Source: an optimization exercise on an open RTL-to-GDS flow (aim: small area and a short achievable clock period). Production flows keep margins and buffers that such runs may drop.
No run shown here included a check of the RTL's function; only the layout flow was run.

==> flow/design.v (outline; a module is shown in full before it is edited, if it fits) <==
// module ecc_codec: 749 lines
module ecc_codec (
    input  wire        clk,
    input  wire        rst,
    input  wire        in_valid,
    input  wire        in_decode,
    input  wire [1:0]  in_code,
    input  wire [63:0] in_data,
    input  wire [14:0] in_chk,
    output wire        out_valid,
    output wire [63:0] out_data,
    output wire [14:0] out_chk,
    output wire [1:0]  out_status
);
  // ...
==> flow/run.sh <==
#!/bin/bash
# synth_recipe.tcl (not shown) runs the flow's synth.tcl, then flattens the netlist and writes it again
# the make line also repeats each setting of config.mk as NAME=value (left out here)
make -C /OpenROAD-flow-scripts/flow DESIGN_CONFIG=/design/flow/config.mk WORK_HOME=/design/flow/orfs CLKGATE_MAP_FILE= SYNTH_SCRIPT=/design/flow/synth_recipe.tcl finish
==> flow/config.mk <==
export PLATFORM = sky130hd
export DESIGN_NAME = ecc_codec
export DESIGN_NICKNAME = ecc_codec
export VERILOG_FILES = /design/flow/design.v
export SDC_FILE = /design/flow/constraint.sdc
export NUM_CORES = 4
export LEC_CHECK = 0
export CAP_MARGIN = 20
export CORE_MARGIN = 2
export CORE_UTILIZATION = 40
export PLACE_DENSITY = 0.6
export SLEW_MARGIN = 20
==> flow/constraint.sdc <==
create_clock -name core_clock -period 13.0 [get_ports {clk}]
set_input_delay 2.6000 -clock core_clock [delete_from_list [all_inputs] [get_ports {clk}]]
set_output_delay 2.6000 -clock core_clock [all_outputs]
set_load 0.01 [all_outputs]
==> metrics.md, run 1 <==
| Metric | Value |
|---|---|
| Dominant class by area | multi-input gates |
| Synth cell count leaders | xnor2_1 (497), dfxtp_1 (296), nand2_1 (257) |
| Seq cells | 296 |
| NonClk Buf Share | 0.0804 |
| Critical Path Max Stage Delay | 0.80 ns |
| GP Congestion | 0.995 |
| CP Data Required Time | 13.46 ns |
| Actual slew at the worst max-slew pin | 1.06 ns |
| Final Max Slew Viols | 0 |
| Syn_area_per_cell | 8.69 sq um |
| Top Metal Used | met5 |
| DRT antenna net count | 0 |
| Run status | timing/DRC/antenna clean |
| Most common cell after layout, fill and taps aside | xnor2_1 |
| Final hold slack | 0.309 ns |
| Biggest regs | d_q1: 64 flops, d_q2: 64 flops, res_data_q3: 64 flops |
| Hold path cells | 0 |
| Synth warnings | 1 |
| Crit path time final | 5.92 ns |
| DIE HEIGHT | 218 um |
| Sequential cell area share | 0.276 |
| Reg2Reg Depth | 15 |
| Adder-cell area share of the yosys netlist | 0.00600 |
| Cell family with most CP delay | XOR/XNOR gates |
| WP buf/inv | 2 |
| Initial DRC count | 2,086 |
| CTS Root Cell | clkbuf_16 |
| Antenna violations before repair | 4 |
| TAP cells | 600 |
| PostCTS Resize Cnt | 0 |
| Port-buffer cells | 166 |
| Crit path launch type | flop |
| Clock skew | 0.0374 ns |
| Placed cell count | 2,765 |
| Layout cells sized above 1 | 0.0491 |
| FF-to-FF End | z0_q2[1] |
| Max-Cap Viols | 0 |
| Inverter count | 18 |
==> run 2, diff against run 1 <==
==> flow/design.v (replaced) <==
module ecc_codec (
    input  wire        clk,
    input  wire        rst,
    input  wire        in_valid,
    input  wire        in_decode,
    input  wire [1:0]  in_code,
    input  wire [63:0] in_data,
    input  wire [14:0] in_chk,
    output wire        out_valid,
    output wire [63:0] out_data,
    output wire [14:0] out_chk,
    output wire [1:0]  out_status
);
    wire [14:0] chk_m = in_chk & {15{in_decode}};
    reg v1;
    always @(posedge clk) v1 <= rst ? 1'b0 : in_valid;
    reg in_decode_q1;
    reg [1:0] in_code_q1;
    reg [63:0] in_data_q1;
    reg [14:0] chk_m_q1;
    always @(posedge clk) begin
        in_decode_q1 <= in_decode;
        in_code_q1 <= in_code;
        in_data_q1 <= in_data;
        chk_m_q1 <= chk_m;
    end
    wire x79 = in_data_q1[14] ^ in_data_q1[61];
    wire x80 = in_data_q1[23] ^ in_data_q1[62];
    wire x81 = in_data_q1[5] ^ in_data_q1[60];
    wire x82 = in_data_q1[43] ^ in_data_q1[63];
    wire x83 = in_data_q1[24] ^ in_data_q1[25];
    wire x84 = in_data_q1[26] ^ in_data_q1[4];
    wire x85 = in_data_q1[3] ^ in_data_q1[56];
    wire x86 = in_data_q1[17] ^ in_data_q1[59];
    wire x87 = in_data_q1[0] ^ in_data_q1[22];
    wire x88 = in_data_q1[13] ^ in_data_q1[57];
    wire x89 = in_data_q1[1] ^ in_data_q1[38];
    wire x90 = in_data_q1[37] ^ in_data_q1[46];
    wire x91 = in_data_q1[29] ^ in_data_q1[33];
    wire x92 = in_data_q1[12] ^ in_data_q1[58];
    wire x93 = in_data_q1[42] ^ in_data_q1[44];
    wire x94 = in_data_q1[30] ^ in_data_q1[47];
    wire x95 = in_data_q1[31] ^ in_data_q1[50];
    wire x96 = in_data_q1[11] ^ in_data_q1[2];
    wire x97 = in_data_q1[28] ^ in_data_q1[32];
    wire x98 = in_data_q1[45] ^ in_data_q1[48];
    wire x99 = in_data_q1[27] ^ in_data_q1[7];
    wire x100 = x79 ^ x85;
    wire x101 = in_data_q1[53] ^ x80;
    wire x102 = x83 ^ x95;
    wire x103 = in_data_q1[39] ^ in_data_q1[40];
    wire x104 = in_data_q1[18] ^ in_data_q1[9];
    wire x105 = x84 ^ x93;
    wire x106 = in_data_q1[41] ^ in_data_q1[54];
    wire x107 = in_data_q1[49] ^ in_data_q1[55];
    wire x108 = in_data_q1[15] ^ x88;
    wire x109 = x82 ^ x96;
    wire x110 = in_data_q1[19] ^ in_data_q1[6];
    wire x111 = in_data_q1[10] ^ x98;
    wire x112 = in_data_q1[21] ^ x81;
    wire x113 = x94 ^ x102;
    wire x114 = in_data_q1[8] ^ x86;
    wire x115 = in_data_q1[20] ^ x89;
    wire x116 = in_data_q1[36] ^ x109;
    wire x117 = x87 ^ x90;
    wire x118 = in_data_q1[35] ^ in_data_q1[51];
    wire x119 = x101 ^ x103;
    wire x120 = x92 ^ x111;
    wire x121 = in_data_q1[52] ^ x97;
    wire x122 = x99 ^ x105;
    wire x123 = x91 ^ x108;
    wire x124 = in_data_q1[16] ^ in_data_q1[34];
    wire x125 = in_data_q1[2] ^ x100;
    wire x126 = x104 ^ x110;
    wire x127 = x119 ^ x123;
    wire x128 = in_data_q1[31] ^ x118;
    wire x129 = in_data_q1[0] ^ x115;
    wire x130 = chk_m_q1[1] ^ x114;
    wire x131 = x117 ^ x126;
    wire x132 = x106 ^ x113;
    wire x133 = in_data_q1[40] ^ x116;
    wire x134 = chk_m_q1[4] ^ x122;
    wire x135 = in_data_q1[29] ^ x87;
    wire x136 = in_data_q1[9] ^ x89;
    wire x137 = in_data_q1[10] ^ in_data_q1[35];
    wire x138 = in_data_q1[57] ^ in_data_q1[62];
    wire x139 = in_data_q1[27] ^ in_data_q1[30];
    wire x140 = x112 ^ x121;
    wire x141 = in_data_q1[22] ^ in_data_q1[55];
    wire x142 = x120 ^ x124;
    wire x143 = in_data_q1[32] ^ x107;
    wire x144 = in_data_q1[6] ^ x92;
    wire x145 = in_data_q1[36] ^ in_data_q1[50];
    wire x146 = in_data_q1[37] ^ in_data_q1[52];
    wire x147 = in_data_q1[21] ^ in_data_q1[51];
    wire x148 = in_data_q1[49] ^ x81;
    wire x149 = in_data_q1[61] ^ x88;
    wire x150 = in_data_q1[11] ^ x108;
    wire x151 = in_data_q1[41] ^ x96;
    wire x152 = chk_m_q1[8] ^ x116;
    wire x153 = in_data_q1[13] ^ in_data_q1[14];
    wire x154 = in_data_q1[43] ^ x98;
    wire x155 = in_data_q1[63] ^ x144;
    wire x156 = in_data_q1[63] ^ x101;
    wire x157 = x82 ^ x106;
    wire x158 = x137 ^ x151;
    wire x159 = x123 ^ x139;
    wire x160 = in_data_q1[47] ^ x140;
    wire x161 = chk_m_q1[6] ^ in_data_q1[54];
    wire x162 = in_data_q1[46] ^ in_data_q1[60];
    wire x163 = in_data_q1[28] ^ x124;
    wire x164 = x119 ^ x146;
    wire x165 = chk_m_q1[5] ^ in_data_q1[18];
    wire x166 = in_data_q1[39] ^ in_data_q1[44];
    wire x167 = in_data_q1[24] ^ x143;
    wire x168 = in_data_q1[38] ^ x145;
    wire x169 = in_data_q1[33] ^ x113;
    wire x170 = in_data_q1[16] ^ x122;
    wire x171 = in_data_q1[27] ^ x100;
    wire x172 = in_data_q1[14] ^ x104;
    wire x173 = in_data_q1[45] ^ in_data_q1[58];
    wire x174 = x99 ^ x120;
    wire x175 = x91 ^ x147;
    wire x176 = x84 ^ x129;
    wire x177 = x86 ^ x162;
    wire x178 = in_data_q1[34] ^ x135;
    wire x179 = in_data_q1[8] ^ x125;
    wire x180 = x83 ^ x127;
    wire x181 = in_data_q1[43] ^ in_data_q1[48];
    wire x182 = in_data_q1[25] ^ x128;
    wire x183 = in_data_q1[26] ^ x141;
    wire x184 = x95 ^ x164;
    wire x185 = in_data_q1[41] ^ x90;
    wire x186 = in_data_q1[51] ^ in_data_q1[5];
    wire x187 = in_data_q1[59] ^ in_data_q1[7];
    wire x188 = in_data_q1[39] ^ x155;
    wire x189 = x81 ^ x94;
    wire x190 = in_data_q1[17] ^ in_data_q1[49];
    wire x191 = in_data_q1[42] ^ x171;
    wire x192 = in_data_q1[3] ^ x86;
    wire x193 = chk_m_q1[2] ^ x133;
    wire x194 = in_data_q1[1] ^ x189;
    wire x195 = in_data_q1[6] ^ x97;
    wire x196 = x132 ^ x142;
    wire x197 = in_data_q1[18] ^ x91;
    wire x198 = x80 ^ x173;
    wire x199 = in_data_q1[53] ^ x154;
    wire x200 = in_data_q1[58] ^ x148;
    wire x201 = x136 ^ x178;
    wire x202 = x112 ^ x198;
    wire x203 = x114 ^ x157;
    wire x204 = x107 ^ x118;
    wire x205 = in_data_q1[4] ^ x138;
    wire x206 = chk_m_q1[0] ^ in_data_q1[16];
    wire x207 = in_data_q1[30] ^ in_data_q1[56];
    wire x208 = in_data_q1[63] ^ x88;
    wire x209 = x145 ^ x187;
    wire x210 = x206 ^ x207;
    wire x211 = x208 ^ x209;
    wire x212 = x210 ^ x158;
    wire x213 = x202 ^ x211;
    wire x214 = x176 ^ x212;
    wire x215 = x213 ^ x214;
    wire x216 = in_data_q1[10] ^ in_data_q1[1];
    wire x217 = in_data_q1[20] ^ in_data_q1[24];
    wire x218 = x216 ^ x217;
    wire x219 = x117 ^ x128;
    wire x220 = x205 ^ x218;
    wire x221 = x130 ^ x219;
    wire x222 = x220 ^ x188;
    wire x223 = x191 ^ x221;
    wire x224 = x222 ^ x223;
    wire x225 = in_data_q1[15] ^ in_data_q1[25];
    wire x226 = in_data_q1[37] ^ in_data_q1[61];
    wire x227 = x85 ^ x87;
    wire x228 = x104 ^ x138;
    wire x229 = x225 ^ x226;
    wire x230 = x144 ^ x227;
    wire x231 = x228 ^ x229;
    wire x232 = x230 ^ x231;
    wire x233 = x160 ^ x232;
    wire x234 = x193 ^ x233;
    wire x235 = chk_m_q1[3] ^ in_data_q1[19];
    wire x236 = in_data_q1[44] ^ in_data_q1[48];
    wire x237 = in_data_q1[60] ^ x187;
    wire x238 = x235 ^ x236;
    wire x239 = x136 ^ x237;
    wire x240 = x238 ^ x239;
    wire x241 = x179 ^ x240;
    wire x242 = x180 ^ x241;
    wire x243 = in_data_q1[29] ^ in_data_q1[56];
    wire x244 = in_data_q1[61] ^ x243;
    wire x245 = x126 ^ x163;
    wire x246 = x244 ^ x200;
    wire x247 = x203 ^ x245;
    wire x248 = x134 ^ x246;
    wire x249 = x247 ^ x248;
    wire x250 = in_data_q1[19] ^ in_data_q1[31];
    wire x251 = in_data_q1[33] ^ x79;
    wire x252 = x94 ^ x165;
    wire x253 = x250 ^ x143;
    wire x254 = x177 ^ x251;
    wire x255 = x252 ^ x150;
    wire x256 = x253 ^ x254;
    wire x257 = x142 ^ x255;
    wire x258 = x256 ^ x257;
    wire x259 = in_data_q1[20] ^ in_data_q1[34];
    wire x260 = x139 ^ x161;
    wire x261 = x259 ^ x102;
    wire x262 = x121 ^ x175;
    wire x263 = x183 ^ x260;
    wire x264 = x156 ^ x261;
    wire x265 = x262 ^ x263;
    wire x266 = x264 ^ x265;
    wire x267 = chk_m_q1[7] ^ in_data_q1[47];
    wire x268 = in_data_q1[52] ^ x90;
    wire x269 = x93 ^ x103;
    wire x270 = x106 ^ x267;
    wire x271 = x168 ^ x204;
    wire x272 = x268 ^ x269;
    wire x273 = x270 ^ x199;
    wire x274 = x271 ^ x272;
    wire x275 = x273 ^ x274;
    wire x276 = chk_m_q1[0] ^ in_data_q1[28];
    wire x277 = in_data_q1[34] ^ in_data_q1[50];
    wire x278 = x79 ^ x166;
    wire x279 = x186 ^ x276;
    wire x280 = x277 ^ x114;
    wire x281 = x278 ^ x279;
    wire x282 = x131 ^ x199;
    wire x283 = x280 ^ x281;
    wire x284 = x159 ^ x282;
    wire x285 = x283 ^ x284;
    wire x286 = in_data_q1[16] ^ in_data_q1[33];
    wire x287 = in_data_q1[47] ^ in_data_q1[54];
    wire x288 = x87 ^ x99;
    wire x289 = x137 ^ x181;
    wire x290 = x286 ^ x287;
    wire x291 = x115 ^ x149;
    wire x292 = x288 ^ x289;
    wire x293 = x290 ^ x130;
    wire x294 = x200 ^ x291;
    wire x295 = x292 ^ x293;
    wire x296 = x294 ^ x184;
    wire x297 = x295 ^ x296;
    wire x298 = in_data_q1[19] ^ x89;
    wire x299 = x106 ^ x117;
    wire x300 = x298 ^ x167;
    wire x301 = x202 ^ x299;
    wire x302 = x159 ^ x300;
    wire x303 = x301 ^ x193;
    wire x304 = x302 ^ x303;
    wire x305 = chk_m_q1[3] ^ in_data_q1[23];
    wire x306 = in_data_q1[59] ^ x93;
    wire x307 = x141 ^ x305;
    wire x308 = x115 ^ x163;
    wire x309 = x185 ^ x306;
    wire x310 = x307 ^ x125;
    wire x311 = x308 ^ x309;
    wire x312 = x169 ^ x188;
    wire x313 = x310 ^ x311;
    wire x314 = x312 ^ x313;
    wire x315 = in_data_q1[35] ^ in_data_q1[38];
    wire x316 = in_data_q1[40] ^ x97;
    wire x317 = x315 ^ x101;
    wire x318 = x112 ^ x316;
    wire x319 = x131 ^ x317;
    wire x320 = x318 ^ x134;
    wire x321 = x169 ^ x179;
    wire x322 = x319 ^ x320;
    wire x323 = x321 ^ x322;
    wire x324 = in_data_q1[10] ^ in_data_q1[32];
    wire x325 = in_data_q1[36] ^ in_data_q1[44];
    wire x326 = in_data_q1[7] ^ x90;
    wire x327 = x153 ^ x165;
    wire x328 = x324 ^ x325;
    wire x329 = x192 ^ x326;
    wire x330 = x327 ^ x328;
    wire x331 = x156 ^ x329;
    wire x332 = x330 ^ x132;
    wire x333 = x176 ^ x331;
    wire x334 = x332 ^ x333;
    wire x335 = in_data_q1[21] ^ in_data_q1[53];
    wire x336 = in_data_q1[55] ^ x161;
    wire x337 = x335 ^ x105;
    wire x338 = x109 ^ x149;
    wire x339 = x177 ^ x195;
    wire x340 = x336 ^ x113;
    wire x341 = x337 ^ x338;
    wire x342 = x339 ^ x201;
    wire x343 = x340 ^ x341;
    wire x344 = x342 ^ x343;
    wire x345 = chk_m_q1[7] ^ in_data_q1[32];
    wire x346 = in_data_q1[43] ^ in_data_q1[54];
    wire x347 = x80 ^ x166;
    wire x348 = x345 ^ x346;
    wire x349 = x183 ^ x197;
    wire x350 = x347 ^ x348;
    wire x351 = x125 ^ x182;
    wire x352 = x194 ^ x349;
    wire x353 = x350 ^ x174;
    wire x354 = x351 ^ x352;
    wire x355 = x353 ^ x354;
    wire x356 = in_data_q1[17] ^ x84;
    wire x357 = x85 ^ x186;
    wire x358 = x135 ^ x172;
    wire x359 = x356 ^ x357;
    wire x360 = x167 ^ x358;
    wire x361 = x359 ^ x152;
    wire x362 = x360 ^ x184;
    wire x363 = x361 ^ x362;
    wire x364 = chk_m_q1[9] ^ in_data_q1[12];
    wire x365 = in_data_q1[13] ^ in_data_q1[23];
    wire x366 = in_data_q1[46] ^ in_data_q1[4];
    wire x367 = x83 ^ x103;
    wire x368 = x364 ^ x365;
    wire x369 = x366 ^ x100;
    wire x370 = x111 ^ x121;
    wire x371 = x367 ^ x368;
    wire x372 = x203 ^ x369;
    wire x373 = x370 ^ x371;
    wire x374 = x201 ^ x372;
    wire x375 = x373 ^ x374;
    wire x376 = chk_m_q1[10] ^ in_data_q1[46];
    wire x377 = x107 ^ x376;
    wire x378 = x105 ^ x172;
    wire x379 = x377 ^ x158;
    wire x380 = x194 ^ x378;
    wire x381 = x379 ^ x380;
    wire x382 = x180 ^ x381;
    wire x383 = chk_m_q1[11] ^ in_data_q1[15];
    wire x384 = in_data_q1[26] ^ in_data_q1[5];
    wire x385 = x110 ^ x383;
    wire x386 = x384 ^ x385;
    wire x387 = x386 ^ x133;
    wire x388 = x191 ^ x196;
    wire x389 = x387 ^ x388;
    wire x390 = chk_m_q1[12] ^ in_data_q1[12];
    wire x391 = in_data_q1[20] ^ in_data_q1[62];
    wire x392 = x107 ^ x181;
    wire x393 = x390 ^ x391;
    wire x394 = x185 ^ x192;
    wire x395 = x195 ^ x392;
    wire x396 = x393 ^ x150;
    wire x397 = x182 ^ x394;
    wire x398 = x395 ^ x170;
    wire x399 = x396 ^ x397;
    wire x400 = x398 ^ x399;
    wire x401 = chk_m_q1[13] ^ in_data_q1[45];
    wire x402 = in_data_q1[56] ^ in_data_q1[8];
    wire x403 = x82 ^ x92;
    wire x404 = x153 ^ x190;
    wire x405 = x401 ^ x402;
    wire x406 = x168 ^ x197;
    wire x407 = x403 ^ x404;
    wire x408 = x405 ^ x406;
    wire x409 = x407 ^ x160;
    wire x410 = x170 ^ x408;
    wire x411 = x409 ^ x410;
    wire x412 = in_data_q1[3] ^ in_data_q1[9];
    wire x413 = x79 ^ x110;
    wire x414 = x146 ^ x190;
    wire x415 = x412 ^ x109;
    wire x416 = x175 ^ x205;
    wire x417 = x413 ^ x414;
    wire x418 = x129 ^ x415;
    wire x419 = x416 ^ x417;
    wire x420 = x174 ^ x418;
    wire x421 = x419 ^ x420;
    wire x422 = chk_m_q1[0] ^ chk_m_q1[10];
    wire x423 = chk_m_q1[11] ^ chk_m_q1[12];
    wire x424 = chk_m_q1[13] ^ chk_m_q1[14];
    wire x425 = chk_m_q1[2] ^ chk_m_q1[3];
    wire x426 = chk_m_q1[5] ^ chk_m_q1[6];
    wire x427 = chk_m_q1[7] ^ chk_m_q1[9];
    wire x428 = x422 ^ x423;
    wire x429 = x424 ^ x425;
    wire x430 = x426 ^ x427;
    wire x431 = x100 ^ x115;
    wire x432 = x204 ^ x428;
    wire x433 = x429 ^ x430;
    wire x434 = x130 ^ x131;
    wire x435 = x140 ^ x431;
    wire x436 = x432 ^ x433;
    wire x437 = x127 ^ x134;
    wire x438 = x152 ^ x434;
    wire x439 = x435 ^ x436;
    wire x440 = x196 ^ x437;
    wire x441 = x438 ^ x439;
    wire x442 = x440 ^ x441;
    wire [7:0] syn_l = {x275, x266, x258, x249, x242, x234, x224, x215};
    wire [13:0] syn_s = {x411, x400, x389, x382, x375, x363, x355, x344, x334, x323, x314, x304, x297, x285};
    wire gen_par = x421;
    wire par_s = x442;
    wire is_l = (in_code_q1 == 2'd1);
    wire is_s = (in_code_q1 == 2'd2);
    wire poison = (in_data_q1 == 64'd0) & (&chk_m_q1[7:0]) & (is_l | (&chk_m_q1[14:8]));
    wire [14:0] chk0 = in_decode_q1 ? (is_l ? {7'd0, chk_m_q1[7:0]} : is_s ? chk_m_q1 : 15'd0) : (is_l ? {7'd0, syn_l} : is_s ? {gen_par, syn_s} : 15'd0);
    wire dl = in_decode_q1 & is_l & ~poison;
    wire ds = in_decode_q1 & is_s & ~poison;
    wire poi = in_decode_q1 & (is_l | is_s) & poison;
    wire [6:0] s1;
    wire [6:0] s3;
    assign s1[0] = syn_s[0] ^ syn_s[7] ^ syn_s[11];
    assign s3[0] = syn_s[0] ^ syn_s[5] ^ syn_s[7] ^ syn_s[9] ^ syn_s[10];
    assign s1[1] = syn_s[1] ^ syn_s[8] ^ syn_s[12];
    assign s3[1] = syn_s[4] ^ syn_s[5] ^ syn_s[8] ^ syn_s[13];
    assign s1[2] = syn_s[2] ^ syn_s[9] ^ syn_s[13];
    assign s3[2] = syn_s[3] ^ syn_s[7] ^ syn_s[8] ^ syn_s[9] ^ syn_s[10] ^ syn_s[11] ^ syn_s[13];
    assign s1[3] = syn_s[3] ^ syn_s[7] ^ syn_s[10] ^ syn_s[11];
    assign s3[3] = syn_s[1] ^ syn_s[5] ^ syn_s[6] ^ syn_s[7] ^ syn_s[8] ^ syn_s[9] ^ syn_s[11];
    assign s1[4] = syn_s[4] ^ syn_s[8] ^ syn_s[11] ^ syn_s[12];
    assign s3[4] = syn_s[4] ^ syn_s[6] ^ syn_s[8] ^ syn_s[9] ^ syn_s[13];
    assign s1[5] = syn_s[5] ^ syn_s[9] ^ syn_s[12] ^ syn_s[13];
    assign s3[5] = syn_s[3] ^ syn_s[4] ^ syn_s[7] ^ syn_s[12] ^ syn_s[13];
    assign s1[6] = syn_s[6] ^ syn_s[10] ^ syn_s[13];
    assign s3[6] = syn_s[2] ^ syn_s[6] ^ syn_s[7] ^ syn_s[8] ^ syn_s[9] ^ syn_s[10] ^ syn_s[12];
    reg v2;
    always @(posedge clk) v2 <= rst ? 1'b0 : v1;
    reg [63:0] d_q2;
    reg [14:0] chk0_q2;
    reg dl_q2;
    reg ds_q2;
    reg poi_q2;
    reg [7:0] syn_l_q2;
    reg par_s_q2;
    reg [6:0] s1_q2;
    reg [6:0] s3_q2;
    always @(posedge clk) begin
        d_q2 <= in_data_q1;
        chk0_q2 <= chk0;
        dl_q2 <= dl;
        ds_q2 <= ds;
        poi_q2 <= poi;
        syn_l_q2 <= syn_l;
        par_s_q2 <= par_s;
        s1_q2 <= s1;
        s3_q2 <= s3;
    end
    wire [6:0] f;
    assign f[0] = (s1_q2 == 7'd1) | (s1_q2 == 7'd2) | (s1_q2 == 7'd4) | (s1_q2 == 7'd6) | (s1_q2 == 7'd8) | (s1_q2 == 7'd11) | (s1_q2 == 7'd12) | (s1_q2 == 7'd14) | (s1_q2 == 7'd15) | (s1_q2 == 7'd16) | (s1_q2 == 7'd18) | (s1_q2 == 7'd20) | (s1_q2 == 7'd22) | (s1_q2 == 7'd24) | (s1_q2 == 7'd30) | (s1_q2 == 7'd31) | (s1_q2 == 7'd32) | (s1_q2 == 7'd35) | (s1_q2 == 7'd36) | (s1_q2 == 7'd38) | (s1_q2 == 7'd39) | (s1_q2 == 7'd40) | (s1_q2 == 7'd42) | (s1_q2 == 7'd44) | (s1_q2 == 7'd48) | (s1_q2 == 7'd49) | (s1_q2 == 7'd50) | (s1_q2 == 7'd58) | (s1_q2 == 7'd59) | (s1_q2 == 7'd61) | (s1_q2 == 7'd62) | (s1_q2 == 7'd63) | (s1_q2 == 7'd64) | (s1_q2 == 7'd69) | (s1_q2 == 7'd70) | (s1_q2 == 7'd71) | (s1_q2 == 7'd72) | (s1_q2 == 7'd77) | (s1_q2 == 7'd80) | (s1_q2 == 7'd82) | (s1_q2 == 7'd84) | (s1_q2 == 7'd85) | (s1_q2 == 7'd88) | (s1_q2 == 7'd90) | (s1_q2 == 7'd91) | (s1_q2 == 7'd92) | (s1_q2 == 7'd93) | (s1_q2 == 7'd94) | (s1_q2 == 7'd96) | (s1_q2 == 7'd99) | (s1_q2 == 7'd100) | (s1_q2 == 7'd101) | (s1_q2 == 7'd104) | (s1_q2 == 7'd105) | (s1_q2 == 7'd106) | (s1_q2 == 7'd107) | (s1_q2 == 7'd108) | (s1_q2 == 7'd112) | (s1_q2 == 7'd113) | (s1_q2 == 7'd114) | (s1_q2 == 7'd116) | (s1_q2 == 7'd120) | (s1_q2 == 7'd122) | (s1_q2 == 7'd127);
    assign f[1] = (s1_q2 == 7'd4) | (s1_q2 == 7'd5) | (s1_q2 == 7'd6) | (s1_q2 == 7'd7) | (s1_q2 == 7'd12) | (s1_q2 == 7'd15) | (s1_q2 == 7'd16) | (s1_q2 == 7'd18) | (s1_q2 == 7'd25) | (s1_q2 == 7'd29) | (s1_q2 == 7'd30) | (s1_q2 == 7'd31) | (s1_q2 == 7'd33) | (s1_q2 == 7'd35) | (s1_q2 == 7'd36) | (s1_q2 == 7'd37) | (s1_q2 == 7'd38) | (s1_q2 == 7'd39) | (s1_q2 == 7'd43) | (s1_q2 == 7'd44) | (s1_q2 == 7'd45) | (s1_q2 == 7'd47) | (s1_q2 == 7'd48) | (s1_q2 == 7'd51) | (s1_q2 == 7'd53) | (s1_q2 == 7'd55) | (s1_q2 == 7'd56) | (s1_q2 == 7'd57) | (s1_q2 == 7'd58) | (s1_q2 == 7'd59) | (s1_q2 == 7'd62) | (s1_q2 == 7'd63) | (s1_q2 == 7'd64) | (s1_q2 == 7'd65) | (s1_q2 == 7'd71) | (s1_q2 == 7'd73) | (s1_q2 == 7'd74) | (s1_q2 == 7'd75) | (s1_q2 == 7'd76) | (s1_q2 == 7'd78) | (s1_q2 == 7'd79) | (s1_q2 == 7'd80) | (s1_q2 == 7'd82) | (s1_q2 == 7'd83) | (s1_q2 == 7'd85) | (s1_q2 == 7'd86) | (s1_q2 == 7'd87) | (s1_q2 == 7'd94) | (s1_q2 == 7'd98) | (s1_q2 == 7'd99) | (s1_q2 == 7'd103) | (s1_q2 == 7'd105) | (s1_q2 == 7'd107) | (s1_q2 == 7'd110) | (s1_q2 == 7'd111) | (s1_q2 == 7'd112) | (s1_q2 == 7'd113) | (s1_q2 == 7'd115) | (s1_q2 == 7'd116) | (s1_q2 == 7'd117) | (s1_q2 == 7'd118) | (s1_q2 == 7'd120) | (s1_q2 == 7'd121) | (s1_q2 == 7'd122);
    assign f[2] = (s1_q2 == 7'd13) | (s1_q2 == 7'd14) | (s1_q2 == 7'd15) | (s1_q2 == 7'd16) | (s1_q2 == 7'd17) | (s1_q2 == 7'd18) | (s1_q2 == 7'd20) | (s1_q2 == 7'd21) | (s1_q2 == 7'd22) | (s1_q2 == 7'd24) | (s1_q2 == 7'd25) | (s1_q2 == 7'd26) | (s1_q2 == 7'd27) | (s1_q2 == 7'd29) | (s1_q2 == 7'd30) | (s1_q2 == 7'd31) | (s1_q2 == 7'd32) | (s1_q2 == 7'd36) | (s1_q2 == 7'd37) | (s1_q2 == 7'd39) | (s1_q2 == 7'd40) | (s1_q2 == 7'd41) | (s1_q2 == 7'd44) | (s1_q2 == 7'd46) | (s1_q2 == 7'd47) | (s1_q2 == 7'd49) | (s1_q2 == 7'd50) | (s1_q2 == 7'd51) | (s1_q2 == 7'd52) | (s1_q2 == 7'd53) | (s1_q2 == 7'd59) | (s1_q2 == 7'd63) | (s1_q2 == 7'd67) | (s1_q2 == 7'd70) | (s1_q2 == 7'd71) | (s1_q2 == 7'd73) | (s1_q2 == 7'd75) | (s1_q2 == 7'd77) | (s1_q2 == 7'd79) | (s1_q2 == 7'd80) | (s1_q2 == 7'd83) | (s1_q2 == 7'd85) | (s1_q2 == 7'd88) | (s1_q2 == 7'd89) | (s1_q2 == 7'd90) | (s1_q2 == 7'd92) | (s1_q2 == 7'd93) | (s1_q2 == 7'd95) | (s1_q2 == 7'd98) | (s1_q2 == 7'd102) | (s1_q2 == 7'd103) | (s1_q2 == 7'd104) | (s1_q2 == 7'd105) | (s1_q2 == 7'd109) | (s1_q2 == 7'd111) | (s1_q2 == 7'd115) | (s1_q2 == 7'd116) | (s1_q2 == 7'd118) | (s1_q2 == 7'd119) | (s1_q2 == 7'd120) | (s1_q2 == 7'd121) | (s1_q2 == 7'd124) | (s1_q2 == 7'd126) | (s1_q2 == 7'd127);
    assign f[3] = (s1_q2 == 7'd3) | (s1_q2 == 7'd7) | (s1_q2 == 7'd9) | (s1_q2 == 7'd10) | (s1_q2 == 7'd14) | (s1_q2 == 7'd19) | (s1_q2 == 7'd21) | (s1_q2 == 7'd25) | (s1_q2 == 7'd29) | (s1_q2 == 7'd30) | (s1_q2 == 7'd38) | (s1_q2 == 7'd39) | (s1_q2 == 7'd41) | (s1_q2 == 7'd45) | (s1_q2 == 7'd46) | (s1_q2 == 7'd47) | (s1_q2 == 7'd49) | (s1_q2 == 7'd52) | (s1_q2 == 7'd53) | (s1_q2 == 7'd54) | (s1_q2 == 7'd56) | (s1_q2 == 7'd57) | (s1_q2 == 7'd59) | (s1_q2 == 7'd60) | (s1_q2 == 7'd62) | (s1_q2 == 7'd63) | (s1_q2 == 7'd64) | (s1_q2 == 7'd65) | (s1_q2 == 7'd67) | (s1_q2 == 7'd68) | (s1_q2 == 7'd69) | (s1_q2 == 7'd70) | (s1_q2 == 7'd71) | (s1_q2 == 7'd72) | (s1_q2 == 7'd75) | (s1_q2 == 7'd77) | (s1_q2 == 7'd80) | (s1_q2 == 7'd82) | (s1_q2 == 7'd84) | (s1_q2 == 7'd87) | (s1_q2 == 7'd88) | (s1_q2 == 7'd89) | (s1_q2 == 7'd93) | (s1_q2 == 7'd94) | (s1_q2 == 7'd96) | (s1_q2 == 7'd98) | (s1_q2 == 7'd99) | (s1_q2 == 7'd100) | (s1_q2 == 7'd101) | (s1_q2 == 7'd102) | (s1_q2 == 7'd103) | (s1_q2 == 7'd104) | (s1_q2 == 7'd107) | (s1_q2 == 7'd108) | (s1_q2 == 7'd110) | (s1_q2 == 7'd114) | (s1_q2 == 7'd116) | (s1_q2 == 7'd117) | (s1_q2 == 7'd118) | (s1_q2 == 7'd120) | (s1_q2 == 7'd122) | (s1_q2 == 7'd123) | (s1_q2 == 7'd124) | (s1_q2 == 7'd127);
    assign f[4] = (s1_q2 == 7'd2) | (s1_q2 == 7'd3) | (s1_q2 == 7'd4) | (s1_q2 == 7'd5) | (s1_q2 == 7'd7) | (s1_q2 == 7'd8) | (s1_q2 == 7'd9) | (s1_q2 == 7'd12) | (s1_q2 == 7'd16) | (s1_q2 == 7'd19) | (s1_q2 == 7'd22) | (s1_q2 == 7'd24) | (s1_q2 == 7'd25) | (s1_q2 == 7'd28) | (s1_q2 == 7'd30) | (s1_q2 == 7'd32) | (s1_q2 == 7'd33) | (s1_q2 == 7'd35) | (s1_q2 == 7'd36) | (s1_q2 == 7'd40) | (s1_q2 == 7'd41) | (s1_q2 == 7'd44) | (s1_q2 == 7'd45) | (s1_q2 == 7'd48) | (s1_q2 == 7'd49) | (s1_q2 == 7'd51) | (s1_q2 == 7'd53) | (s1_q2 == 7'd57) | (s1_q2 == 7'd60) | (s1_q2 == 7'd61) | (s1_q2 == 7'd62) | (s1_q2 == 7'd63) | (s1_q2 == 7'd64) | (s1_q2 == 7'd65) | (s1_q2 == 7'd67) | (s1_q2 == 7'd70) | (s1_q2 == 7'd72) | (s1_q2 == 7'd73) | (s1_q2 == 7'd76) | (s1_q2 == 7'd78) | (s1_q2 == 7'd79) | (s1_q2 == 7'd80) | (s1_q2 == 7'd81) | (s1_q2 == 7'd84) | (s1_q2 == 7'd88) | (s1_q2 == 7'd89) | (s1_q2 == 7'd91) | (s1_q2 == 7'd93) | (s1_q2 == 7'd95) | (s1_q2 == 7'd96) | (s1_q2 == 7'd97) | (s1_q2 == 7'd98) | (s1_q2 == 7'd100) | (s1_q2 == 7'd105) | (s1_q2 == 7'd107) | (s1_q2 == 7'd109) | (s1_q2 == 7'd116) | (s1_q2 == 7'd118) | (s1_q2 == 7'd119) | (s1_q2 == 7'd121) | (s1_q2 == 7'd122) | (s1_q2 == 7'd124) | (s1_q2 == 7'd125) | (s1_q2 == 7'd126);
    assign f[5] = (s1_q2 == 7'd7) | (s1_q2 == 7'd8) | (s1_q2 == 7'd9) | (s1_q2 == 7'd10) | (s1_q2 == 7'd11) | (s1_q2 == 7'd12) | (s1_q2 == 7'd14) | (s1_q2 == 7'd17) | (s1_q2 == 7'd21) | (s1_q2 == 7'd23) | (s1_q2 == 7'd24) | (s1_q2 == 7'd27) | (s1_q2 == 7'd29) | (s1_q2 == 7'd30) | (s1_q2 == 7'd31) | (s1_q2 == 7'd32) | (s1_q2 == 7'd35) | (s1_q2 == 7'd36) | (s1_q2 == 7'd37) | (s1_q2 == 7'd39) | (s1_q2 == 7'd41) | (s1_q2 == 7'd45) | (s1_q2 == 7'd47) | (s1_q2 == 7'd50) | (s1_q2 == 7'd53) | (s1_q2 == 7'd58) | (s1_q2 == 7'd60) | (s1_q2 == 7'd62) | (s1_q2 == 7'd66) | (s1_q2 == 7'd70) | (s1_q2 == 7'd71) | (s1_q2 == 7'd72) | (s1_q2 == 7'd74) | (s1_q2 == 7'd76) | (s1_q2 == 7'd77) | (s1_q2 == 7'd78) | (s1_q2 == 7'd79) | (s1_q2 == 7'd85) | (s1_q2 == 7'd86) | (s1_q2 == 7'd87) | (s1_q2 == 7'd88) | (s1_q2 == 7'd90) | (s1_q2 == 7'd91) | (s1_q2 == 7'd94) | (s1_q2 == 7'd95) | (s1_q2 == 7'd96) | (s1_q2 == 7'd97) | (s1_q2 == 7'd99) | (s1_q2 == 7'd101) | (s1_q2 == 7'd102) | (s1_q2 == 7'd105) | (s1_q2 == 7'd106) | (s1_q2 == 7'd107) | (s1_q2 == 7'd110) | (s1_q2 == 7'd111) | (s1_q2 == 7'd112) | (s1_q2 == 7'd114) | (s1_q2 == 7'd116) | (s1_q2 == 7'd118) | (s1_q2 == 7'd121) | (s1_q2 == 7'd123) | (s1_q2 == 7'd124) | (s1_q2 == 7'd125) | (s1_q2 == 7'd126);
    assign f[6] = (s1_q2 == 7'd5) | (s1_q2 == 7'd7) | (s1_q2 == 7'd15) | (s1_q2 == 7'd19) | (s1_q2 == 7'd23) | (s1_q2 == 7'd26) | (s1_q2 == 7'd27) | (s1_q2 == 7'd28) | (s1_q2 == 7'd30) | (s1_q2 == 7'd31) | (s1_q2 == 7'd32) | (s1_q2 == 7'd34) | (s1_q2 == 7'd35) | (s1_q2 == 7'd36) | (s1_q2 == 7'd40) | (s1_q2 == 7'd41) | (s1_q2 == 7'd42) | (s1_q2 == 7'd44) | (s1_q2 == 7'd47) | (s1_q2 == 7'd48) | (s1_q2 == 7'd49) | (s1_q2 == 7'd50) | (s1_q2 == 7'd51) | (s1_q2 == 7'd52) | (s1_q2 == 7'd54) | (s1_q2 == 7'd55) | (s1_q2 == 7'd57) | (s1_q2 == 7'd58) | (s1_q2 == 7'd59) | (s1_q2 == 7'd60) | (s1_q2 == 7'd61) | (s1_q2 == 7'd62) | (s1_q2 == 7'd64) | (s1_q2 == 7'd69) | (s1_q2 == 7'd71) | (s1_q2 == 7'd72) | (s1_q2 == 7'd74) | (s1_q2 == 7'd77) | (s1_q2 == 7'd78) | (s1_q2 == 7'd80) | (s1_q2 == 7'd82) | (s1_q2 == 7'd83) | (s1_q2 == 7'd87) | (s1_q2 == 7'd88) | (s1_q2 == 7'd89) | (s1_q2 == 7'd91) | (s1_q2 == 7'd92) | (s1_q2 == 7'd94) | (s1_q2 == 7'd97) | (s1_q2 == 7'd98) | (s1_q2 == 7'd100) | (s1_q2 == 7'd101) | (s1_q2 == 7'd102) | (s1_q2 == 7'd103) | (s1_q2 == 7'd104) | (s1_q2 == 7'd106) | (s1_q2 == 7'd111) | (s1_q2 == 7'd113) | (s1_q2 == 7'd117) | (s1_q2 == 7'd118) | (s1_q2 == 7'd119) | (s1_q2 == 7'd121) | (s1_q2 == 7'd123) | (s1_q2 == 7'd126);
    reg v3;
    always @(posedge clk) v3 <= rst ? 1'b0 : v2;
    reg [63:0] d_q3;
    reg [14:0] chk0_q3;
    reg dl_q3;
    reg ds_q3;
    reg poi_q3;
    reg [7:0] syn_l_q3;
    reg par_s_q3;
    reg [6:0] s1_q3;
    reg [6:0] s3_q3;
    reg [6:0] f_q3;
    always @(posedge clk) begin
        d_q3 <= d_q2;
        chk0_q3 <= chk0_q2;
        dl_q3 <= dl_q2;
        ds_q3 <= ds_q2;
        poi_q3 <= poi_q2;
        syn_l_q3 <= syn_l_q2;
        par_s_q3 <= par_s_q2;
        s1_q3 <= s1_q2;
        s3_q3 <= s3_q2;
        f_q3 <= f;
    end
    wire [6:0] wq;
    assign wq[0] = (s3_q3[0] & f_q3[0]) ^ (s3_q3[1] & f_q3[6]) ^ (s3_q3[2] & f_q3[5]) ^ (s3_q3[3] & f_q3[4]) ^ (s3_q3[4] & f_q3[3]) ^ (s3_q3[5] & f_q3[2]) ^ (s3_q3[5] & f_q3[6]) ^ (s3_q3[6] & f_q3[1]) ^ (s3_q3[6] & f_q3[5]);
    assign wq[1] = (s3_q3[0] & f_q3[1]) ^ (s3_q3[1] & f_q3[0]) ^ (s3_q3[2] & f_q3[6]) ^ (s3_q3[3] & f_q3[5]) ^ (s3_q3[4] & f_q3[4]) ^ (s3_q3[5] & f_q3[3]) ^ (s3_q3[6] & f_q3[2]) ^ (s3_q3[6] & f_q3[6]);
    assign wq[2] = (s3_q3[0] & f_q3[2]) ^ (s3_q3[1] & f_q3[1]) ^ (s3_q3[2] & f_q3[0]) ^ (s3_q3[3] & f_q3[6]) ^ (s3_q3[4] & f_q3[5]) ^ (s3_q3[5] & f_q3[4]) ^ (s3_q3[6] & f_q3[3]);
    assign wq[3] = (s3_q3[0] & f_q3[3]) ^ (s3_q3[1] & f_q3[2]) ^ (s3_q3[1] & f_q3[6]) ^ (s3_q3[2] & f_q3[1]) ^ (s3_q3[2] & f_q3[5]) ^ (s3_q3[3] & f_q3[0]) ^ (s3_q3[3] & f_q3[4]) ^ (s3_q3[4] & f_q3[3]) ^ (s3_q3[4] & f_q3[6]) ^ (s3_q3[5] & f_q3[2]) ^ (s3_q3[5] & f_q3[5]) ^ (s3_q3[5] & f_q3[6]) ^ (s3_q3[6] & f_q3[1]) ^ (s3_q3[6] & f_q3[4]) ^ (s3_q3[6] & f_q3[5]);
    assign wq[4] = (s3_q3[0] & f_q3[4]) ^ (s3_q3[1] & f_q3[3]) ^ (s3_q3[2] & f_q3[2]) ^ (s3_q3[2] & f_q3[6]) ^ (s3_q3[3] & f_q3[1]) ^ (s3_q3[3] & f_q3[5]) ^ (s3_q3[4] & f_q3[0]) ^ (s3_q3[4] & f_q3[4]) ^ (s3_q3[5] & f_q3[3]) ^ (s3_q3[5] & f_q3[6]) ^ (s3_q3[6] & f_q3[2]) ^ (s3_q3[6] & f_q3[5]) ^ (s3_q3[6] & f_q3[6]);
    assign wq[5] = (s3_q3[0] & f_q3[5]) ^ (s3_q3[1] & f_q3[4]) ^ (s3_q3[2] & f_q3[3]) ^ (s3_q3[3] & f_q3[2]) ^ (s3_q3[3] & f_q3[6]) ^ (s3_q3[4] & f_q3[1]) ^ (s3_q3[4] & f_q3[5]) ^ (s3_q3[5] & f_q3[0]) ^ (s3_q3[5] & f_q3[4]) ^ (s3_q3[6] & f_q3[3]) ^ (s3_q3[6] & f_q3[6]);
    assign wq[6] = (s3_q3[0] & f_q3[6]) ^ (s3_q3[1] & f_q3[5]) ^ (s3_q3[2] & f_q3[4]) ^ (s3_q3[3] & f_q3[3]) ^ (s3_q3[4] & f_q3[2]) ^ (s3_q3[4] & f_q3[6]) ^ (s3_q3[5] & f_q3[1]) ^ (s3_q3[5] & f_q3[5]) ^ (s3_q3[6] & f_q3[0]) ^ (s3_q3[6] & f_q3[4]);
    wire [6:0] z0;
    assign z0[0] = (1'b0);
    assign z0[1] = (wq[2] ^ wq[3] ^ wq[4] ^ wq[6]);
    assign z0[2] = (wq[3] ^ wq[4] ^ wq[6]);
    assign z0[3] = (wq[5] ^ wq[6]);
    assign z0[4] = (wq[1] ^ wq[2] ^ wq[4]);
    assign z0[5] = (wq[3] ^ wq[5] ^ wq[6]);
    assign z0[6] = (wq[3] ^ wq[6]);
    wire tr0 = wq[0];
    wire s1z = (s1_q3 == 7'd0);
    wire s3z = (s3_q3 == 7'd0);
    wire [6:0] x1;
    assign x1[0] = (s1_q3[0] & z0[0]) ^ (s1_q3[1] & z0[6]) ^ (s1_q3[2] & z0[5]) ^ (s1_q3[3] & z0[4]) ^ (s1_q3[4] & z0[3]) ^ (s1_q3[5] & z0[2]) ^ (s1_q3[5] & z0[6]) ^ (s1_q3[6] & z0[1]) ^ (s1_q3[6] & z0[5]);
    assign x1[1] = (s1_q3[0] & z0[1]) ^ (s1_q3[1] & z0[0]) ^ (s1_q3[2] & z0[6]) ^ (s1_q3[3] & z0[5]) ^ (s1_q3[4] & z0[4]) ^ (s1_q3[5] & z0[3]) ^ (s1_q3[6] & z0[2]) ^ (s1_q3[6] & z0[6]);
    assign x1[2] = (s1_q3[0] & z0[2]) ^ (s1_q3[1] & z0[1]) ^ (s1_q3[2] & z0[0]) ^ (s1_q3[3] & z0[6]) ^ (s1_q3[4] & z0[5]) ^ (s1_q3[5] & z0[4]) ^ (s1_q3[6] & z0[3]);
    assign x1[3] = (s1_q3[0] & z0[3]) ^ (s1_q3[1] & z0[2]) ^ (s1_q3[1] & z0[6]) ^ (s1_q3[2] & z0[1]) ^ (s1_q3[2] & z0[5]) ^ (s1_q3[3] & z0[0]) ^ (s1_q3[3] & z0[4]) ^ (s1_q3[4] & z0[3]) ^ (s1_q3[4] & z0[6]) ^ (s1_q3[5] & z0[2]) ^ (s1_q3[5] & z0[5]) ^ (s1_q3[5] & z0[6]) ^ (s1_q3[6] & z0[1]) ^ (s1_q3[6] & z0[4]) ^ (s1_q3[6] & z0[5]);
    assign x1[4] = (s1_q3[0] & z0[4]) ^ (s1_q3[1] & z0[3]) ^ (s1_q3[2] & z0[2]) ^ (s1_q3[2] & z0[6]) ^ (s1_q3[3] & z0[1]) ^ (s1_q3[3] & z0[5]) ^ (s1_q3[4] & z0[0]) ^ (s1_q3[4] & z0[4]) ^ (s1_q3[5] & z0[3]) ^ (s1_q3[5] & z0[6]) ^ (s1_q3[6] & z0[2]) ^ (s1_q3[6] & z0[5]) ^ (s1_q3[6] & z0[6]);
    assign x1[5] = (s1_q3[0] & z0[5]) ^ (s1_q3[1] & z0[4]) ^ (s1_q3[2] & z0[3]) ^ (s1_q3[3] & z0[2]) ^ (s1_q3[3] & z0[6]) ^ (s1_q3[4] & z0[1]) ^ (s1_q3[4] & z0[5]) ^ (s1_q3[5] & z0[0]) ^ (s1_q3[5] & z0[4]) ^ (s1_q3[6] & z0[3]) ^ (s1_q3[6] & z0[6]);
    assign x1[6] = (s1_q3[0] & z0[6]) ^ (s1_q3[1] & z0[5]) ^ (s1_q3[2] & z0[4]) ^ (s1_q3[3] & z0[3]) ^ (s1_q3[4] & z0[2]) ^ (s1_q3[4] & z0[6]) ^ (s1_q3[5] & z0[1]) ^ (s1_q3[5] & z0[5]) ^ (s1_q3[6] & z0[0]) ^ (s1_q3[6] & z0[4]);
    wire [6:0] x2 = x1 ^ s1_q3;
    reg v4;
    always @(posedge clk) v4 <= rst ? 1'b0 : v3;
    reg [63:0] d_q4;
    reg [14:0] chk0_q4;
    reg dl_q4;
    reg ds_q4;
    reg poi_q4;
    reg [7:0] syn_l_q4;
    reg par_s_q4;
    reg [6:0] x1_q4;
    reg [6:0] x2_q4;
    reg tr0_q4;
    reg s1z_q4;
    reg s3z_q4;
    always @(posedge clk) begin
        d_q4 <= d_q3;
        chk0_q4 <= chk0_q3;
        dl_q4 <= dl_q3;
        ds_q4 <= ds_q3;
        poi_q4 <= poi_q3;
        syn_l_q4 <= syn_l_q3;
        par_s_q4 <= par_s_q3;
        x1_q4 <= x1;
        x2_q4 <= x2;
        tr0_q4 <= tr0;
        s1z_q4 <= s1z;
        s3z_q4 <= s3z;
    end
    function inr(input [6:0] x);
        inr = (x == 7'd1) | (x == 7'd2) | (x == 7'd3) | (x == 7'd4) | (x == 7'd5) | (x == 7'd6) | (x == 7'd8) | (x == 7'd9) | (x == 7'd10) | (x == 7'd11) | (x == 7'd12) | (x == 7'd16) | (x == 7'd18) | (x == 7'd20) | (x == 7'd22) | (x == 7'd24) | (x == 7'd25) | (x == 7'd27) | (x == 7'd29) | (x == 7'd31) | (x == 7'd32) | (x == 7'd35) | (x == 7'd36) | (x == 7'd37) | (x == 7'd39) | (x == 7'd40) | (x == 7'd41) | (x == 7'd43) | (x == 7'd44) | (x == 7'd45) | (x == 7'd47) | (x == 7'd48) | (x == 7'd50) | (x == 7'd51) | (x == 7'd53) | (x == 7'd54) | (x == 7'd55) | (x == 7'd57) | (x == 7'd58) | (x == 7'd61) | (x == 7'd62) | (x == 7'd64) | (x == 7'd65) | (x == 7'd69) | (x == 7'd70) | (x == 7'd72) | (x == 7'd73) | (x == 7'd74) | (x == 7'd75) | (x == 7'd80) | (x == 7'd81) | (x == 7'd82) | (x == 7'd83) | (x == 7'd85) | (x == 7'd86) | (x == 7'd87) | (x == 7'd88) | (x == 7'd90) | (x == 7'd93) | (x == 7'd94) | (x == 7'd95) | (x == 7'd96) | (x == 7'd97) | (x == 7'd100) | (x == 7'd102) | (x == 7'd106) | (x == 7'd107) | (x == 7'd108) | (x == 7'd109) | (x == 7'd110) | (x == 7'd111) | (x == 7'd113) | (x == 7'd114) | (x == 7'd115) | (x == 7'd116) | (x == 7'd122) | (x == 7'd124) | (x == 7'd125);
    endfunction
    function lcol(input [7:0] s);
        lcol = (s == 8'd1) | (s == 8'd2) | (s == 8'd4) | (s == 8'd7) | (s == 8'd8) | (s == 8'd11) | (s == 8'd13) | (s == 8'd14) | (s == 8'd16) | (s == 8'd19) | (s == 8'd21) | (s == 8'd22) | (s == 8'd25) | (s == 8'd26) | (s == 8'd28) | (s == 8'd31) | (s == 8'd32) | (s == 8'd35) | (s == 8'd37) | (s == 8'd38) | (s == 8'd41) | (s == 8'd42) | (s == 8'd44) | (s == 8'd47) | (s == 8'd49) | (s == 8'd50) | (s == 8'd52) | (s == 8'd55) | (s == 8'd56) | (s == 8'd59) | (s == 8'd61) | (s == 8'd62) | (s == 8'd64) | (s == 8'd67) | (s == 8'd69) | (s == 8'd70) | (s == 8'd73) | (s == 8'd74) | (s == 8'd76) | (s == 8'd79) | (s == 8'd81) | (s == 8'd82) | (s == 8'd84) | (s == 8'd87) | (s == 8'd88) | (s == 8'd97) | (s == 8'd98) | (s == 8'd100) | (s == 8'd104) | (s == 8'd112) | (s == 8'd128) | (s == 8'd131) | (s == 8'd133) | (s == 8'd134) | (s == 8'd137) | (s == 8'd138) | (s == 8'd140) | (s == 8'd145) | (s == 8'd146) | (s == 8'd148) | (s == 8'd152) | (s == 8'd161) | (s == 8'd162) | (s == 8'd164) | (s == 8'd168) | (s == 8'd176) | (s == 8'd193) | (s == 8'd194) | (s == 8'd196) | (s == 8'd200) | (s == 8'd208) | (s == 8'd224);
    endfunction
    wire inr1 = inr(x1_q4);
    wire inr2 = inr(x2_q4);
    wire x1z  = (x1_q4 == 7'd0);
    wire bch_ok = ~s1z_q4 & tr0_q4 & inr2 & (x1z | (inr1 & ~par_s_q4));
    wire en_s   = ds_q4 & bch_ok;
    wire st_s_clean = s1z_q4 & s3z_q4 & ~par_s_q4;
    wire st_s_corr  = bch_ok | (s1z_q4 & s3z_q4 & par_s_q4);
    wire flip_p     = ds_q4 & ((s1z_q4 & s3z_q4 & par_s_q4) | (bch_ok & x1z & ~par_s_q4));
    wire [7:0]  h1, h2;
    wire [15:0] l1, l2, hl, ll;
    genvar g;
    generate
        for (g = 0; g < 8; g = g + 1) begin : g_h
            assign h1[g] = en_s & (x1_q4[6:4] == g);
            assign h2[g] = en_s & (x2_q4[6:4] == g);
        end
        for (g = 0; g < 16; g = g + 1) begin : g_l
            assign l1[g] = (x1_q4[3:0] == g);
            assign l2[g] = (x2_q4[3:0] == g);
            assign hl[g] = dl_q4 & (syn_l_q4[7:4] == g);
            assign ll[g] = (syn_l_q4[3:0] == g);
        end
    endgenerate
    wire [77:0] fs;
    assign fs[0] = (h1[0] & l1[1]) | (h2[0] & l2[1]);
    assign fs[1] = (h1[0] & l1[2]) | (h2[0] & l2[2]);
    assign fs[2] = (h1[0] & l1[4]) | (h2[0] & l2[4]);
    assign fs[3] = (h1[0] & l1[8]) | (h2[0] & l2[8]);
    assign fs[4] = (h1[1] & l1[0]) | (h2[1] & l2[0]);
    assign fs[5] = (h1[2] & l1[0]) | (h2[2] & l2[0]);
    assign fs[6] = (h1[4] & l1[0]) | (h2[4] & l2[0]);
    assign fs[7] = (h1[0] & l1[9]) | (h2[0] & l2[9]);
    assign fs[8] = (h1[1] & l1[2]) | (h2[1] & l2[2]);
    assign fs[9] = (h1[2] & l1[4]) | (h2[2] & l2[4]);
    assign fs[10] = (h1[4] & l1[8]) | (h2[4] & l2[8]);
    assign fs[11] = (h1[1] & l1[9]) | (h2[1] & l2[9]);
    assign fs[12] = (h1[3] & l1[2]) | (h2[3] & l2[2]);
    assign fs[13] = (h1[6] & l1[4]) | (h2[6] & l2[4]);
    assign fs[14] = (h1[4] & l1[1]) | (h2[4] & l2[1]);
    assign fs[15] = (h1[0] & l1[11]) | (h2[0] & l2[11]);
    assign fs[16] = (h1[1] & l1[6]) | (h2[1] & l2[6]);
    assign fs[17] = (h1[2] & l1[12]) | (h2[2] & l2[12]);
    assign fs[18] = (h1[5] & l1[8]) | (h2[5] & l2[8]);
    assign fs[19] = (h1[3] & l1[9]) | (h2[3] & l2[9]);
    assign fs[20] = (h1[7] & l1[2]) | (h2[7] & l2[2]);
    assign fs[21] = (h1[6] & l1[13]) | (h2[6] & l2[13]);
    assign fs[22] = (h1[5] & l1[3]) | (h2[5] & l2[3]);
    assign fs[23] = (h1[2] & l1[15]) | (h2[2] & l2[15]);
    assign fs[24] = (h1[5] & l1[14]) | (h2[5] & l2[14]);
    assign fs[25] = (h1[3] & l1[5]) | (h2[3] & l2[5]);
    assign fs[26] = (h1[6] & l1[10]) | (h2[6] & l2[10]);
    assign fs[27] = (h1[5] & l1[13]) | (h2[5] & l2[13]);
    assign fs[28] = (h1[3] & l1[3]) | (h2[3] & l2[3]);
    assign fs[29] = (h1[6] & l1[6]) | (h2[6] & l2[6]);
    assign fs[30] = (h1[4] & l1[5]) | (h2[4] & l2[5]);
    assign fs[31] = (h1[0] & l1[3]) | (h2[0] & l2[3]);
    assign fs[32] = (h1[0] & l1[6]) | (h2[0] & l2[6]);
    assign fs[33] = (h1[0] & l1[12]) | (h2[0] & l2[12]);
    assign fs[34] = (h1[1] & l1[8]) | (h2[1] & l2[8]);
    assign fs[35] = (h1[3] & l1[0]) | (h2[3] & l2[0]);
    assign fs[36] = (h1[6] & l1[0]) | (h2[6] & l2[0]);
    assign fs[37] = (h1[4] & l1[9]) | (h2[4] & l2[9]);
    assign fs[38] = (h1[1] & l1[11]) | (h2[1] & l2[11]);
    assign fs[39] = (h1[3] & l1[6]) | (h2[3] & l2[6]);
    assign fs[40] = (h1[6] & l1[12]) | (h2[6] & l2[12]);
    assign fs[41] = (h1[5] & l1[1]) | (h2[5] & l2[1]);
    assign fs[42] = (h1[2] & l1[11]) | (h2[2] & l2[11]);
    assign fs[43] = (h1[5] & l1[6]) | (h2[5] & l2[6]);
    assign fs[44] = (h1[2] & l1[5]) | (h2[2] & l2[5]);
    assign fs[45] = (h1[4] & l1[10]) | (h2[4] & l2[10]);
    assign fs[46] = (h1[1] & l1[13]) | (h2[1] & l2[13]);
    assign fs[47] = (h1[3] & l1[10]) | (h2[3] & l2[10]);
    assign fs[48] = (h1[7] & l1[4]) | (h2[7] & l2[4]);
    assign fs[49] = (h1[6] & l1[1]) | (h2[6] & l2[1]);
    assign fs[50] = (h1[4] & l1[11]) | (h2[4] & l2[11]);
    assign fs[51] = (h1[1] & l1[15]) | (h2[1] & l2[15]);
    assign fs[52] = (h1[3] & l1[14]) | (h2[3] & l2[14]);
    assign fs[53] = (h1[7] & l1[12]) | (h2[7] & l2[12]);
    assign fs[54] = (h1[7] & l1[1]) | (h2[7] & l2[1]);
    assign fs[55] = (h1[6] & l1[11]) | (h2[6] & l2[11]);
    assign fs[56] = (h1[5] & l1[15]) | (h2[5] & l2[15]);
    assign fs[57] = (h1[3] & l1[7]) | (h2[3] & l2[7]);
    assign fs[58] = (h1[6] & l1[14]) | (h2[6] & l2[14]);
    assign fs[59] = (h1[5] & l1[5]) | (h2[5] & l2[5]);
    assign fs[60] = (h1[2] & l1[3]) | (h2[2] & l2[3]);
    assign fs[61] = (h1[4] & l1[6]) | (h2[4] & l2[6]);
    assign fs[62] = (h1[0] & l1[5]) | (h2[0] & l2[5]);
    assign fs[63] = (h1[0] & l1[10]) | (h2[0] & l2[10]);
    assign fs[64] = (h1[1] & l1[4]) | (h2[1] & l2[4]);
    assign fs[65] = (h1[2] & l1[8]) | (h2[2] & l2[8]);
    assign fs[66] = (h1[5] & l1[0]) | (h2[5] & l2[0]);
    assign fs[67] = (h1[2] & l1[9]) | (h2[2] & l2[9]);
    assign fs[68] = (h1[5] & l1[2]) | (h2[5] & l2[2]);
    assign fs[69] = (h1[2] & l1[13]) | (h2[2] & l2[13]);
    assign fs[70] = (h1[5] & l1[10]) | (h2[5] & l2[10]);
    assign fs[71] = (h1[3] & l1[13]) | (h2[3] & l2[13]);
    assign fs[72] = (h1[7] & l1[10]) | (h2[7] & l2[10]);
    assign fs[73] = (h1[7] & l1[13]) | (h2[7] & l2[13]);
    assign fs[74] = (h1[7] & l1[3]) | (h2[7] & l2[3]);
    assign fs[75] = (h1[6] & l1[15]) | (h2[6] & l2[15]);
    assign fs[76] = (h1[5] & l1[7]) | (h2[5] & l2[7]);
    assign fs[77] = (h1[2] & l1[7]) | (h2[2] & l2[7]);
    wire [71:0] fl;
    assign fl[0] = hl[0] & ll[7];
    assign fl[1] = hl[0] & ll[11];
    assign fl[2] = hl[0] & ll[13];
    assign fl[3] = hl[0] & ll[14];
    assign fl[4] = hl[1] & ll[3];
    assign fl[5] = hl[1] & ll[5];
    assign fl[6] = hl[1] & ll[6];
    assign fl[7] = hl[1] & ll[9];
    assign fl[8] = hl[1] & ll[10];
    assign fl[9] = hl[1] & ll[12];
    assign fl[10] = hl[2] & ll[3];
    assign fl[11] = hl[2] & ll[5];
    assign fl[12] = hl[2] & ll[6];
    assign fl[13] = hl[2] & ll[9];
    assign fl[14] = hl[2] & ll[10];
    assign fl[15] = hl[2] & ll[12];
    assign fl[16] = hl[3] & ll[1];
    assign fl[17] = hl[3] & ll[2];
    assign fl[18] = hl[3] & ll[4];
    assign fl[19] = hl[3] & ll[8];
    assign fl[20] = hl[4] & ll[3];
    assign fl[21] = hl[4] & ll[5];
    assign fl[22] = hl[4] & ll[6];
    assign fl[23] = hl[4] & ll[9];
    assign fl[24] = hl[4] & ll[10];
    assign fl[25] = hl[4] & ll[12];
    assign fl[26] = hl[5] & ll[1];
    assign fl[27] = hl[5] & ll[2];
    assign fl[28] = hl[5] & ll[4];
    assign fl[29] = hl[5] & ll[8];
    assign fl[30] = hl[6] & ll[1];
    assign fl[31] = hl[6] & ll[2];
    assign fl[32] = hl[6] & ll[4];
    assign fl[33] = hl[6] & ll[8];
    assign fl[34] = hl[7] & ll[0];
    assign fl[35] = hl[8] & ll[3];
    assign fl[36] = hl[8] & ll[5];
    assign fl[37] = hl[8] & ll[6];
    assign fl[38] = hl[8] & ll[9];
    assign fl[39] = hl[8] & ll[10];
    assign fl[40] = hl[8] & ll[12];
    assign fl[41] = hl[9] & ll[1];
    assign fl[42] = hl[9] & ll[2];
    assign fl[43] = hl[9] & ll[4];
    assign fl[44] = hl[9] & ll[8];
    assign fl[45] = hl[10] & ll[1];
    assign fl[46] = hl[10] & ll[2];
    assign fl[47] = hl[10] & ll[4];
    assign fl[48] = hl[10] & ll[8];
    assign fl[49] = hl[11] & ll[0];
    assign fl[50] = hl[12] & ll[1];
    assign fl[51] = hl[12] & ll[2];
    assign fl[52] = hl[12] & ll[4];
    assign fl[53] = hl[12] & ll[8];
    assign fl[54] = hl[13] & ll[0];
    assign fl[55] = hl[14] & ll[0];
    assign fl[56] = hl[1] & ll[15];
    assign fl[57] = hl[2] & ll[15];
    assign fl[58] = hl[3] & ll[7];
    assign fl[59] = hl[3] & ll[11];
    assign fl[60] = hl[3] & ll[13];
    assign fl[61] = hl[3] & ll[14];
    assign fl[62] = hl[4] & ll[15];
    assign fl[63] = hl[5] & ll[7];
    assign fl[64] = hl[0] & ll[1];
    assign fl[65] = hl[0] & ll[2];
    assign fl[66] = hl[0] & ll[4];
    assign fl[67] = hl[0] & ll[8];
    assign fl[68] = hl[1] & ll[0];
    assign fl[69] = hl[2] & ll[0];
    assign fl[70] = hl[4] & ll[0];
    assign fl[71] = hl[8] & ll[0];
    wire l_zero = (syn_l_q4 == 8'd0);
    wire l_col  = lcol(syn_l_q4);
    wire [63:0] res_data = d_q4 ^ fs[77:14] ^ fl[63:0];
    wire [14:0] res_chk = chk0_q4 ^ {flip_p, fs[13:0]} ^ {7'd0, fl[71:64]};
    wire [1:0] res_st = poi_q4 ? 2'd3 : dl_q4 ? (l_zero ? 2'd0 : l_col ? 2'd1 : 2'd2) : ds_q4 ? (st_s_clean ? 2'd0 : st_s_corr ? 2'd1 : 2'd2) : 2'd0;
    reg v5;
    always @(posedge clk) v5 <= rst ? 1'b0 : v4;
    reg [63:0] res_data_q5;
    reg [14:0] res_chk_q5;
    reg [1:0] res_st_q5;
    always @(posedge clk) begin
        res_data_q5 <= res_data;
        res_chk_q5 <= res_chk;
        res_st_q5 <= res_st;
    end
    assign out_valid  = v5;
    assign out_data   = res_data_q5;
    assign out_chk    = res_chk_q5;
    assign out_status = res_st_q5;
endmodule
==> flow/flow/run.sh (new file) <==
#!/bin/bash
# Own layout flow: the standard layout (standard.sh, unchanged synthesis and
# steps), with the port buffers that global placement inserts on every input and
# output made from sky130_fd_sc_hd__buf_1 cells instead of ORFS's default choice.
# Each tool's full output is kept: ORFS writes its per-step logs under
# orfs/logs/, and this script keeps the make output in standard.log.
set -euo pipefail
cd "$(dirname "$0")/.."
export BUFFER_PORTS_ARGS="-buffer_cell sky130_fd_sc_hd__buf_1"
bash standard.sh > standard.log 2>&1
==> flow/standard.sh (new file) <==
#!/bin/bash
# synth_recipe.tcl (not shown) runs the flow's synth.tcl, then flattens the netlist and writes it again
# the make line also repeats each setting of config.mk as NAME=value (left out here)
make -C /OpenROAD-flow-scripts/flow DESIGN_CONFIG=/design/flow/config.mk WORK_HOME=/design/flow/orfs CLKGATE_MAP_FILE= SYNTH_SCRIPT=/design/flow/synth_recipe.tcl "${@:-finish}"
removed: flow/run.sh
==> run 2 against run 1 <==
Against the previous run:
- area after synthesis rose by 20%
- highest routed layer is now met4
- register-to-register slack improved by 2.1 ns
- critical endpoint is now x2_q4[2]
- cell area rose by 15%
- still clean
==> metrics.md, run 2 <==
| Metric | Value |
|---|---|
| Critical Path Max Stage Delay | 0.59 ns (-0.21 ns) |
| CP Data Required Time | 13.47 ns (about the same) |
| Adder-cell area share of the yosys netlist | 0.00227 (-0.00373) |
| GP Congestion | 1.02 (+2.6%) |
| Global route overflow | 0 |
| Fillcell total | 5,138 |
| DRT Pass-1 Iters | 6 |
| Actual slew at the worst max-slew pin | 1.15 ns (+0.0891 ns) |
| Max-Cap Viols | 0 (unchanged) |
| Initial DRC count | 1,934 (-7.3%) |
| DRT antenna net count | 0 (unchanged) |
| Tot GR Track Use | 0.247 |
| Run status | timing/DRC/antenna clean |
| Avg Vias per Cell | 5.39 |
| Post-synth EDFFs | 0 |
| Count leader, synth | dfxtp_1 |
| Layout area overhead | 12.3% |
| Asr flop ratio synth | 0 |
| Achievable frequency | 261 MHz |
| Clock skew | 0.0504 ns (+0.0130 ns) |
| Largest net degree at the start of global routing | 58 |
| Clock latency on the worst-skew pair | 0.60 ns |
| Antenna violations before repair | 2 (-2) |
| Layout cells sized above 1 | 0.0483 (-0.000778) |
| Final nets | 2,493 |
| CTS Buf Count | 48 |
| Syn_area_per_cell | 9.54 sq um (+9.7%) |
| Final Max Slew Viols | 0 (unchanged) |
| Synth cell count leaders | dfxtp_1 (493), xnor2_1 (478), nor2_1 (202) |
| WP buf/inv | 0 (-2) |
| Mapped Nets | 2,397 |
| Sequential Area | 9870 sq um |
| CTS Root Cell | clkbuf_16 |
| Crit path launch type | flop |
| Final hold slack | 0.320 ns (+0.0114 ns) |
| DIE HEIGHT | 239 um (+9.4%) |
| Most common cell after layout, fill and taps aside | dfxtp_1 |
| Synth warnings | 1 (unchanged) |
| CTS tree | built |
| Cell family with most CP delay | XOR/XNOR gates |
| Slowest CP cell | dfxtp_1 |
| Final Hold Fails | 0 |
| PostCTS Resize Cnt | 0 (unchanged) |
| Crit path time final | 3.83 ns (-2.09 ns) |
| Port-buffer cells | 166 (unchanged) |
| Final instance area | 24,700 sq um |
| Number of global-route vias before repair | 16,135 |
[run 2: cell count changes in the layout (fill, tap and decap cells not counted), moves of 17 or more]
cell	delta
a22oi_1	+84
o22ai_1	-63
dfxtp_1	+196
nand2_1	-58
o21ai_0	+35
buf_1	+166
clkbuf_16	+18
clkdlybuf4s50_1	-165
xnor2_1	-17
nor2_1	+33
[run 2: layout make-up]
class	instances	area share
multi-input cells	1659	0.466
flip-flops and latches	493	0.399
clock buffers	70	0.0564
well taps	696	0.0352
repair buffers	178	0.0288
clock inverters	18	0.0105
inverters	24	0.00364
[run 2: cell families (layout without fill, tap and decap cells)]
group | count (synthesis) | count (layout)
flip-flops | 493 | 493
XOR/XNOR | 640 | 640
buffers and inverters | 156 | 290
multiplexers | 26 | 26
AO/OA/AOI/OAI | 324 | 324
AND/OR/NAND/NOR | 665 | 665
adder cells (fa/ha/maj) | 4 | 4
[run 2: path summary, 6_finish.rpt]
check / cells past startpoint / startpoint / slack, ns / to
setup / recovery: 10 / f_q3[5] / 9.17 / x2_q4[2]
hold / removal: 0 / d_q2[63] / 0.32 / d_q3[63]
setup reg to reg: 10 / f_q3[5] / 9.17 / x2_q4[2]
hold reg to reg: 0 / d_q2[63] / 0.32 / d_q3[63]
[run 2: stage by stage]
step,instances,worst slack (ns)
2_1_floorplan,2308,9.80
3_3_place_gp,3050,9.28
3_5_place_dp,3050,9.19
4_1_cts,3138,9.13
5_1_grt,3138,8.92
6_report,3138,9.17
[run 2: routing by layer]
layer  wire, um  track usage  up-vias  part of all wire
met5          0            0        -                 0
met4       2120       0.0769        0             0.029
met3       5190       0.0373      135             0.072
met2      31600        0.379      829              0.44
met1      33600        0.358     8031              0.46
li1           -            -     7917                 -

[re-timing with driven ports]
No port has a modelled driver above. Below, the same layouts with a new extraction and two added sets of constraints.
Step 1, drivers: a clkbuf_16 drives clk and a buf_2 each remaining input, both assumed.
Step 2 times the ports against the registers' clock, not the clock port: input delays grow and output delays shrink by t, the midpoint of the rising clock arrivals with the driver on.
Three values: no drivers, after step 1, after step 2; two values: the first two.
run	t (ns)	setup slack, ns	worst register clock-pin slew, ns	worst slew at a driven data input, ns	pins driven straight from the clock port
run 1	0.630	7.079 / 7.079 / 7.079	0.08 / 0.08	0.04	1
run 2	0.637	9.173 / 9.173 / 9.173	0.07 / 0.07	0.05	1
After both steps setup and hold are still met in every run listed.
